Background: an optimization exercise with open tools, aiming at small area, a short achievable clock period and few clock cycles per item. Do not read the settings as production practice.
In this exercise RTL edits were held to simulation tests only and were not proved equivalent to the original.

==> inputs of run K <==
==> flow/design.v (excerpt) <==
module sgl_flit_rx (
  input  wire        clk,
  input  wire        rst,            
  input  wire        in_valid,
  input  wire [63:0] in_data,        
  output wire        in_ready,
  output wire        out_valid,
  output wire [63:0] out_data,       
  output wire        out_last,       
  output wire        out_pass,       
  output wire        out_fec_ok,     
  output wire [2:0]  out_corr,       
  output wire [23:0] out_corr_pos    
);
==> flow/config.mk <==
export PLATFORM = sky130hd
export DESIGN_NAME = sgl_flit_rx
export DESIGN_NICKNAME = sgl_flit_rx
export VERILOG_FILES = /design/flow/design.v
export SDC_FILE = /design/flow/constraint.sdc
export NUM_CORES = 4
export LEC_CHECK = 0
export CAP_MARGIN = 20
export CORE_MARGIN = 2
export CORE_UTILIZATION = 40
export SLEW_MARGIN = 20
==> flow/constraint.sdc <==
create_clock -name core_clock -period 14.0 [get_ports {clk}]
set_input_delay 2.8000 -clock core_clock [delete_from_list [all_inputs] [get_ports {clk}]]
set_output_delay 2.8000 -clock core_clock [all_outputs]
set_load 0.01 [all_outputs]
standard.sh (not shown) runs the stock make flow with config.mk's settings and CLKGATE_MAP_FILE= SYNTH_SCRIPT=/design/flow/synth_recipe.tcl, a recipe that flattens the netlist after the stock synthesis.
==> flow/flow/run.sh <==
#!/bin/bash
# The standard ORFS layout (standard.sh), with three changes to how the
# layout is made (the SDC, clock period and all constraints are unchanged):
#  - ports are buffered with buf_4 instead of the buffer ORFS picks,
#  - CTS inserts no dummy loads,
#  - repair_timing works towards a setup slack margin of 9.5 ns.
# The full make output goes to standard.log; ORFS's per-step logs are under
# orfs/logs.
set -euo pipefail
export BUFFER_PORTS_ARGS="-buffer_cell sky130_fd_sc_hd__buf_4"
export CTS_ARGS="-sink_clustering_enable -repair_clock_nets -dont_use_dummy_load"
export SETUP_SLACK_MARGIN=9.5
bash standard.sh > standard.log 2>&1
==> run F: changes against run K <==
--- a/flow/design.v
+++ b/flow/design.v
@@ -45,10 +45,11 @@
   reg  [4:0] wcnt;        
   reg        in_rdy_q;
   reg        tx_act;      
   reg        ph0_q;       
   reg        ph31_q;      
+  reg        ph1_q;       
   reg        ph_le29_q;   
   wire accept  = in_valid && in_rdy_q;
   wire load    = accept && (wcnt == 5'd31);    
   wire [4:0] phi_n    = (accept && wcnt == 5'd0) ? 5'd1 : phi + 5'd1;
   wire [4:0] wcnt_n   = accept ? wcnt + 5'd1 : wcnt;
@@ -57,18 +58,20 @@
   always @(posedge clk) begin
     if (rst) begin
       phi      <= 5'd0;
       ph0_q    <= 1'b1;
       ph31_q   <= 1'b0;
+      ph1_q    <= 1'b0;
       ph_le29_q <= 1'b1;
       wcnt     <= 5'd0;
       in_rdy_q <= 1'b1;
       tx_act   <= 1'b0;
     end else begin
       phi      <= phi_n;
       ph0_q    <= (phi_n == 5'd0);
       ph31_q   <= (phi_n == 5'd31);
+      ph1_q    <= (phi_n == 5'd1);
       ph_le29_q <= (phi_n <= 5'd29);
       wcnt     <= wcnt_n;
       in_rdy_q <= rdy_n;
       tx_act   <= tx_act_n;
     end
@@ -116,49 +119,33 @@
         a1[k] <= ns1[k];
         a2[k] <= ns2[k];
       end
     end
   end
-  reg [2:0] zc_q;
-  reg [2:0] cons_q;
-  always @(posedge clk) begin : chk
-    integer c, m;
-    if (ph0_q) begin
-      for (c = 0; c < 3; c = c + 1) begin
-        m = (c + 2) % 3;
-        zc_q[c]   <= (a0[m] == 8'd0) && (a1[m] == 8'd0) && ((c == 1) || (a2[m] == 8'd0));
-        cons_q[c] <= (c == 1) || (gf_mul(a0[m], a2[m]) == gf_mul(a1[m], a1[m]));
-      end
-    end
-  end
   reg  [7:0] se [0:2];
   reg  [7:0] sr [0:2];
   reg        fnd [0:2];
   reg  [7:0] fps [0:2];
   wire [4:0] s = phi;
   reg  [63:0] mask;
   reg  [2:0]  hit;
   reg  [7:0]  hpos [0:2];
   reg  [7:0]  se_w [0:2];
-  reg  [7:0]  sr_n [0:2];
+  reg  [7:0]  sr_w [0:2];
   always @* begin : search
-    integer g, i, cnt, b, n1;
+    integer g, i, cnt, b;
     reg m;
-    reg [7:0] cv;
     mask = 64'd0;
     for (g = 0; g < 3; g = g + 1) begin
       cnt = (g == 2) ? 2 : 3;
-      n1  = (g == 0) ? 85 : 84;           
       se_w[g] = ph0_q ? a0[(g + 2) % 3] : se[g];
-      sr_n[g] = ph0_q ? gf_mul(a1[(g + 2) % 3], alpha_m(n1 - cnt))
-                      : gf_mulp(sr[g], cnt);
+      sr_w[g] = ph0_q ? gf_mul(a1[(g + 2) % 3], alpha_m((g == 0) ? 85 : 84)) : sr[g];
       hit[g]  = 1'b0;
       hpos[g] = {s, 3'd0};
       for (i = 0; i < 3; i = i + 1) if (g + 3*i < 8) begin
         b  = g + 3*i;
-        cv = ph0_q ? gf_mul(a1[(g + 2) % 3], alpha_m(n1 - i)) : gf_mulp(sr[g], i);
-        m  = (se_w[g] != 8'd0) && (cv == se_w[g]);
+        m  = (se_w[g] != 8'd0) && (gf_mulp(sr_w[g], i) == se_w[g]);
         if (m) begin
           mask[63 - 8*b -: 8] = se_w[g];
           hit[g]  = 1'b1;
           hpos[g] = {s, b[2:0]};
         end
@@ -169,15 +156,36 @@
     integer g, m, cnt;
     for (g = 0; g < 3; g = g + 1) begin
       m   = (g + 1) % 3;
       cnt = (g == 2) ? 2 : 3;
       se[m]  <= se_w[g];
-      sr[m]  <= sr_n[g];
+      sr[m]  <= gf_mulp(sr_w[g], cnt);
       fnd[m] <= (ph0_q ? 1'b0 : fnd[g]) | hit[g];
       fps[m] <= hit[g] ? hpos[g] : fps[g];
     end
   end
+  reg [2:0] zc_q;
+  reg [2:0] cons_q;
+  reg [7:0] s2c;
+  wire [7:0] cx = ph0_q ? a0[2] : se[0];
+  wire [7:0] cy = ph0_q ? a2[2] : s2c;
+  wire [7:0] cz = ph0_q ? a1[2] : sr[0];
+  wire       ceq = (gf_mul(cx, cy) == gf_mul(cz, cz));
+  always @(posedge clk) begin : chk
+    integer c, m;
+    if (ph0_q) begin
+      for (c = 0; c < 3; c = c + 1) begin
+        m = (c + 2) % 3;
+        zc_q[c]   <= (a0[m] == 8'd0) && (a1[m] == 8'd0) && ((c == 1) || (a2[m] == 8'd0));
+      end
+      cons_q[0] <= ceq;
+      cons_q[1] <= 1'b1;
+      s2c       <= gf_mul(a2[1], 8'hA3);    
+    end
+    if (ph1_q)
+      cons_q[2] <= ceq;
+  end
   reg  [63:0] out_data_q;
   reg         out_valid_q, out_last_q, out_pass_q, out_fec_q;
   reg  [2:0]  out_corr_q;
   reg  [63:0] crc;
   reg  [63:0] crc_d_q;                          
==> flow/flow/run.sh (replaced) <==
#!/bin/bash
# The standard ORFS layout (standard.sh), with three changes to how the
# layout is made (the SDC, clock period and all constraints are unchanged):
#  - ports are buffered with buf_4 instead of the buffer ORFS picks,
#  - CTS inserts no dummy loads,
#  - repair_timing works towards a setup slack margin of 9.5 ns.
# The full make output goes to standard.log; ORFS's per-step logs are under
# orfs/logs.
set -euo pipefail
export BUFFER_PORTS_ARGS="-buffer_cell sky130_fd_sc_hd__buf_2"
export CTS_ARGS="-sink_clustering_enable -repair_clock_nets -dont_use_dummy_load -sink_clustering_size 30 -sink_clustering_max_diameter 60"
export SETUP_SLACK_MARGIN=9.8
bash standard.sh > standard.log 2>&1
- CORE_UTILIZATION: 40 -> 50
==> run C: changes against run K <==
--- a/flow/design.v
+++ b/flow/design.v
@@ -45,10 +45,11 @@
   reg  [4:0] wcnt;        
   reg        in_rdy_q;
   reg        tx_act;      
   reg        ph0_q;       
   reg        ph31_q;      
+  reg        ph1_q;       
   reg        ph_le29_q;   
   wire accept  = in_valid && in_rdy_q;
   wire load    = accept && (wcnt == 5'd31);    
   wire [4:0] phi_n    = (accept && wcnt == 5'd0) ? 5'd1 : phi + 5'd1;
   wire [4:0] wcnt_n   = accept ? wcnt + 5'd1 : wcnt;
@@ -57,18 +58,20 @@
   always @(posedge clk) begin
     if (rst) begin
       phi      <= 5'd0;
       ph0_q    <= 1'b1;
       ph31_q   <= 1'b0;
+      ph1_q    <= 1'b0;
       ph_le29_q <= 1'b1;
       wcnt     <= 5'd0;
       in_rdy_q <= 1'b1;
       tx_act   <= 1'b0;
     end else begin
       phi      <= phi_n;
       ph0_q    <= (phi_n == 5'd0);
       ph31_q   <= (phi_n == 5'd31);
+      ph1_q    <= (phi_n == 5'd1);
       ph_le29_q <= (phi_n <= 5'd29);
       wcnt     <= wcnt_n;
       in_rdy_q <= rdy_n;
       tx_act   <= tx_act_n;
     end
@@ -116,49 +119,33 @@
         a1[k] <= ns1[k];
         a2[k] <= ns2[k];
       end
     end
   end
-  reg [2:0] zc_q;
-  reg [2:0] cons_q;
-  always @(posedge clk) begin : chk
-    integer c, m;
-    if (ph0_q) begin
-      for (c = 0; c < 3; c = c + 1) begin
-        m = (c + 2) % 3;
-        zc_q[c]   <= (a0[m] == 8'd0) && (a1[m] == 8'd0) && ((c == 1) || (a2[m] == 8'd0));
-        cons_q[c] <= (c == 1) || (gf_mul(a0[m], a2[m]) == gf_mul(a1[m], a1[m]));
-      end
-    end
-  end
   reg  [7:0] se [0:2];
   reg  [7:0] sr [0:2];
   reg        fnd [0:2];
   reg  [7:0] fps [0:2];
   wire [4:0] s = phi;
   reg  [63:0] mask;
   reg  [2:0]  hit;
   reg  [7:0]  hpos [0:2];
   reg  [7:0]  se_w [0:2];
-  reg  [7:0]  sr_n [0:2];
+  reg  [7:0]  sr_w [0:2];
   always @* begin : search
-    integer g, i, cnt, b, n1;
+    integer g, i, cnt, b;
     reg m;
-    reg [7:0] cv;
     mask = 64'd0;
     for (g = 0; g < 3; g = g + 1) begin
       cnt = (g == 2) ? 2 : 3;
-      n1  = (g == 0) ? 85 : 84;           
       se_w[g] = ph0_q ? a0[(g + 2) % 3] : se[g];
-      sr_n[g] = ph0_q ? gf_mul(a1[(g + 2) % 3], alpha_m(n1 - cnt))
-                      : gf_mulp(sr[g], cnt);
+      sr_w[g] = ph0_q ? gf_mul(a1[(g + 2) % 3], alpha_m((g == 0) ? 85 : 84)) : sr[g];
       hit[g]  = 1'b0;
       hpos[g] = {s, 3'd0};
       for (i = 0; i < 3; i = i + 1) if (g + 3*i < 8) begin
         b  = g + 3*i;
-        cv = ph0_q ? gf_mul(a1[(g + 2) % 3], alpha_m(n1 - i)) : gf_mulp(sr[g], i);
-        m  = (se_w[g] != 8'd0) && (cv == se_w[g]);
+        m  = (se_w[g] != 8'd0) && (gf_mulp(sr_w[g], i) == se_w[g]);
         if (m) begin
           mask[63 - 8*b -: 8] = se_w[g];
           hit[g]  = 1'b1;
           hpos[g] = {s, b[2:0]};
         end
@@ -169,15 +156,36 @@
     integer g, m, cnt;
     for (g = 0; g < 3; g = g + 1) begin
       m   = (g + 1) % 3;
       cnt = (g == 2) ? 2 : 3;
       se[m]  <= se_w[g];
-      sr[m]  <= sr_n[g];
+      sr[m]  <= gf_mulp(sr_w[g], cnt);
       fnd[m] <= (ph0_q ? 1'b0 : fnd[g]) | hit[g];
       fps[m] <= hit[g] ? hpos[g] : fps[g];
     end
   end
+  reg [2:0] zc_q;
+  reg [2:0] cons_q;
+  reg [7:0] s2c;
+  wire [7:0] cx = ph0_q ? a0[2] : se[0];
+  wire [7:0] cy = ph0_q ? a2[2] : s2c;
+  wire [7:0] cz = ph0_q ? a1[2] : sr[0];
+  wire       ceq = (gf_mul(cx, cy) == gf_mul(cz, cz));
+  always @(posedge clk) begin : chk
+    integer c, m;
+    if (ph0_q) begin
+      for (c = 0; c < 3; c = c + 1) begin
+        m = (c + 2) % 3;
+        zc_q[c]   <= (a0[m] == 8'd0) && (a1[m] == 8'd0) && ((c == 1) || (a2[m] == 8'd0));
+      end
+      cons_q[0] <= ceq;
+      cons_q[1] <= 1'b1;
+      s2c       <= gf_mul(a2[1], 8'hA3);    
+    end
+    if (ph1_q)
+      cons_q[2] <= ceq;
+  end
   reg  [63:0] out_data_q;
   reg         out_valid_q, out_last_q, out_pass_q, out_fec_q;
   reg  [2:0]  out_corr_q;
   reg  [63:0] crc;
   reg  [63:0] crc_d_q;                          
==> flow/flow/run.sh (replaced) <==
#!/bin/bash
# The standard ORFS layout (standard.sh), with three changes to how the
# layout is made (the SDC, clock period and all constraints are unchanged):
#  - ports are buffered with buf_2 instead of the buffer ORFS picks,
#  - CTS clusters up to 30 sinks within 60 um and inserts no dummy loads,
#  - repair_timing works towards a setup slack margin of 9.9 ns.
# The full make output goes to standard.log; ORFS's per-step logs are under
# orfs/logs.
set -euo pipefail
export BUFFER_PORTS_ARGS="-buffer_cell sky130_fd_sc_hd__buf_2"
export CTS_ARGS="-sink_clustering_enable -repair_clock_nets -dont_use_dummy_load -root_buf sky130_fd_sc_hd__clkbuf_16 -buf_list {sky130_fd_sc_hd__clkbuf_4 sky130_fd_sc_hd__clkbuf_8 sky130_fd_sc_hd__clkbuf_16} -sink_clustering_size 16 -sink_clustering_max_diameter 40"
export SETUP_SLACK_MARGIN=9.9
bash standard.sh > standard.log 2>&1
- CORE_UTILIZATION: 40 -> 62
==> results.txt <==
	run F	run K	run C
Outcome	no timing/DRC/antenna violations	no timing/DRC/antenna violations	no timing/DRC/antenna violations
Clock transition at the registers of the reported paths	0.10 ns	0.06 ns	0.07 ns
Non-filler instance count after layout	7017	7983	6788
NonClk Buf Share	0.0257	0.0247	0.0257
Initial antenna violation count	23	22	29
Area growth from synthesis to layout	10.4%	14.0%	12.9%
Clock Sink Count	2423	2414	2423
Post-Synth Adder-Cell Area	0.00360	0.00399	0.00360
Fillcell total	11300	16000	6831
Core area	138000 um^2	179000 um^2	111000 um^2
Cell area after synthesis	69400 um^2	72200 um^2	69400 um^2
Simple-gate area share of the yosys netlist	0.0329	0.0387	0.0329
Synth Register Bits	2423	2414	2423
Unrepaired setup endpoints after global routing	true	false	true
Starting Density	0.504	0.404	0.627
Launching instance or port of the critical path	out_data_q[7]$_DFFE_PP_	in_rdy_q$_SDFF_PP1_	out_data_q[35]$_DFFE_PP_
Worst hold path endpoint	ring[117]$_DFF_P_	ring[2032]$_DFF_P_	ring[552]$_DFF_P_
Testbench counts of run K, summed over its fixed seeds: cycles 16,648, flits 512.
Testbench counts of run F, summed over its fixed seeds: cycles 16,648, flits 512.
Testbench counts of run C, summed over its fixed seeds: cycles 16,648, flits 512.

[separate check: timing with driven ports]
No port has a modelled driver above. Below, the same layouts with a new extraction and two added sets of constraints.
Step 1, drivers: a clkbuf_16 drives clk and a buf_2 each remaining input, both assumed.
Step 2, shift: input delay + t, output delay - t, t = (earliest + latest rising clock arrival at the registers) / 2. This alone moves slack from input paths to output paths.
Three values: ideal ports, drivers, drivers and shift; two values: the first two.
run	t, ns	setup WS [ns]	worst hold slack (ns)	latest minus earliest clock arrival (ns)	cell pins on the clock port's net
run K	0.877	9.628 / 9.549 / 9.239	0.257 / 0.257 / 0.257	0.089 / 0.089	1
run F	0.787	9.638 / 9.562 / 9.289	0.242 / 0.242 / 0.242	0.148 / 0.148	1
run C	0.856	9.681 / 9.601 / 9.190	0.256 / 0.256 / 0.256	0.140 / 0.140	1
After both steps setup and hold are still met in every run listed. For run C, which loses most, drivers alone change the setup slack by -0.080 ns; drivers and shift together by -0.491 ns.
